Context: an optimization exercise on an open-source flow, tuned for small area. The choices shown serve that exercise and are no tape-out recipe.
The RTL was checked by simulation tests, not by an equivalence proof against the original design.
No activity file was given, so power comes from the tool's default toggle rates.

Design tinker_engine, start of the top module:
module tinker_engine (
    input  wire        clk,
    input  wire        rst,
    input  wire [31:0] cfg_insel,    
    input  wire [15:0] cfg_div,      
    input  wire [7:0]  cfg_shcfg,    
    input  wire [57:0] src_ext,
    input  wire        start,
    input  wire        resume,
    input  wire        stop,
    input  wire        clear_err,
    input  wire        irq_clr,
    input  wire        rx_wr,
    input  wire [31:0] rx_wdata,
    input  wire        tx_rd,
    output wire [31:0] tx_rdata,
    input  wire        sr_wr,
    input  wire [31:0] sr_wdata,
    output wire        lut_rd,
    output wire [9:0]  lut_addr,
    input  wire [71:0] lut_rdata,
    output reg  [7:0]  outs,
    output reg         flag,
    output reg         irq,
    output reg  [5:0]  state,
    output reg         running,
    output reg         stalled,
    output wire        in_delay,
    output reg         rx_overrun,
    output reg         tx_underrun,
    output reg         lut_error,
    output wire        shift_done,
    output wire [3:0]  rx_fill,
    output wire [3:0]  tx_fill,
    output reg  [31:0] sr,
    output reg  [5:0]  sh_count
);
Size in the first run: about 2,400 cells after synthesis, about 26,000 sq um of cells after synthesis.
clock: 10.0 ns
lec_check: 0
cap_margin: 20
core_margin: 2
core_utilization: 60
slew_margin: 20
standard.sh (not shown) runs the stock make flow with config.mk's settings and CLKGATE_MAP_FILE= SYNTH_SCRIPT=/design/flow/synth_recipe.tcl, a recipe that flattens the netlist after the stock synthesis.
==> flow/flow/run.sh <==
#!/bin/bash
# Own layout flow: the standard ORFS flow (standard.sh: same synthesis
# script, floorplan, power grid and tap cells), with three changes:
#  - ABC maps the logic with flow/abc_area.script, an area-oriented version of
#    ORFS's abc_speed.script (delay relaxed); registers are untouched.
#  - ports are buffered with sky130_fd_sc_hd__buf_1;
#  - the clock tree uses clkbuf_4 sink clusters and no dummy loads.
# Each tool's output goes to the ORFS logs under orfs/logs; make's own output
# goes to flow_make.log here.
set -euo pipefail
here=$(pwd)
orig=$(grep -o 'SYNTH_SCRIPT=[^ ]*' standard.sh | head -1 | cut -d= -f2)
cat > my_synth.tcl <<EOT
proc abc {args} {
  set i [lsearch -exact \$args -script]
  if {\$i >= 0} { lset args [expr {\$i+1}] $here/flow/abc_area.script }
  puts "abc (area script): \$args"
  yosys abc {*}\$args
}
source $orig
EOT
sed "s#SYNTH_SCRIPT=[^ ]*#SYNTH_SCRIPT=$here/my_synth.tcl#" standard.sh > my_standard.sh
export BUFFER_PORTS_ARGS="-buffer_cell sky130_fd_sc_hd__buf_1"
export CTS_ARGS="-sink_clustering_enable -repair_clock_nets -dont_use_dummy_load -buf_list sky130_fd_sc_hd__clkbuf_4 -sink_clustering_size 10 -sink_clustering_max_diameter 40"
bash my_standard.sh > flow_make.log 2>&1
==> flow/flow/abc_area.script <==
&get -n
&st
&dch
&nf -R 1000 -F 8 -A 4
&st
&dc2
&dch -f
&nf -R 1000 -F 8 -A 4
&st
&dc2
&dch -f
&nf -R 1000 -F 8 -A 4
&st
&dc2
&dch -f
&nf -R 1000 -F 8 -A 4
&st
&dc2
&dch -f
&nf -R 1000 -F 8 -A 4
&st
&dc2
&dch -f
&nf -R 1000 -F 8 -A 4
&put
topo
dnsize -c
Rerun with:
--- a/flow/design.v
+++ b/flow/design.v
@@ -194,37 +194,39 @@
     wire        sh_any    = do_step && ((e_act == ACT_SHIN) || (e_act == ACT_SHOUT));
     wire        sh_fill   = (e_act == ACT_SHIN) && b[0];
     wire        sel_wd    = !rst && !running && sr_wr;
     wire        sel_left  = !rst && sh_any && sh_msb;
     wire        sel_right = !rst && sh_any && !sh_msb;
     wire [7:0]  sel_pull  = (!rst && do_pull) ? rx_sel : 8'd0;
     wire        sel_hold  = !rst && !(sel_wd || sh_any || do_pull);
     reg  [31:0] sr_next;
+    integer     p;
     always @(*) begin
         sr_next = (sr & {32{sel_hold}}) | (sr_wdata & {32{sel_wd}}) |
                   ({sr[30:0], sh_fill} & {32{sel_left}}) |
                   ({sh_fill, sr[31:1]} & {32{sel_right}});
-        for (k = 0; k < 8; k = k + 1)
-            sr_next = sr_next | (rx_mem[32*k +: 32] & {32{sel_pull[k]}});
+        for (p = 0; p < 8; p = p + 1)
+            sr_next = sr_next | (rx_mem[32*p +: 32] & {32{sel_pull[p]}});
     end
     always @(posedge clk) sr <= sr_next;
     wire kill      = !running || stop || start || lut_fail;
     wire [7:0] rx_we = host_wr ? (8'd1 << rx_wp) : 8'd0;
     wire [7:0] tx_we = do_push ? (8'd1 << tx_wp) : 8'd0;
     wire [7:0] rx_keep, tx_keep;
     genvar g;
     generate for (g = 0; g < 8; g = g + 1) begin : keep
         assign rx_keep[g] = rx_full || (rx_wp != g);
         assign tx_keep[g] = tx_full || (tx_wp != g);
     end endgenerate
+    integer w;
     always @(posedge clk) begin
-        for (k = 0; k < 8; k = k + 1) begin
-            rx_mem[32*k +: 32] <= (rx_mem[32*k +: 32] & {32{rx_keep[k]}}) | (rx_wdata & {32{rx_we[k]}});
-            tx_mem[32*k +: 32] <= (tx_mem[32*k +: 32] & {32{tx_keep[k]}}) | (sr & {32{tx_we[k]}});
+        for (w = 0; w < 8; w = w + 1) begin
+            rx_mem[32*w +: 32] <= (rx_mem[32*w +: 32] & {32{rx_keep[w]}}) | (rx_wdata & {32{rx_we[w]}});
+            tx_mem[32*w +: 32] <= (tx_mem[32*w +: 32] & {32{tx_keep[w]}}) | (sr & {32{tx_we[w]}});
         end
     end
     always @(posedge clk) begin
         if (!stalled) hold_b <= b;
     end
     always @(posedge clk) begin
         if (rst) begin
             rx_rp       <= 3'd0;
The changed run went through all stages and came out clean.
Via count came out higher by 1.2%.
Flip-flop and latch count stays the same.
Sequential power came out lower by about 2%.
Worst setup slack improved by 0.037 ns.
Power came out lower by 2.3%.
Critical path depth came out higher by 4.
Final area came out higher by 1.1%.
Wire length came out higher by 3.7%.
Hold slack got worse by 0.038 ns.

[what the ideal ports hide]
No port has a modelled driver above. Below, the same layouts with a new extraction and two added sets of constraints. Step 1 sets driving cells, clkbuf_16 on the clock port and buf_2 on the other inputs (assumed; they add their load-dependent delay and slew). Step 2 moves the port delays by t, midway between the first and last clock arrival at a register: inputs arrive t later, outputs are due t later. That takes back most of the time a late clock gives input paths. Slacks: ideal / step 1 / step 2; pairs: ideal / step 1.
run	t, ns	setup slack, ns	hold slack, ns	worst setup path at the end	clock arrival spread, ns
the first run	0.853	2.535 / 2.569 / 1.716	0.467 / 0.467 / 0.467	input to register	0.096 / 0.097
the second run	0.893	2.572 / 2.606 / 1.713	0.429 / 0.429 / 0.429	input to register	0.129 / 0.129
After both steps every run listed still meets setup and hold. For the second run, which loses most, drivers alone change the setup slack by +0.034 ns; drivers and shift together by -0.859 ns.
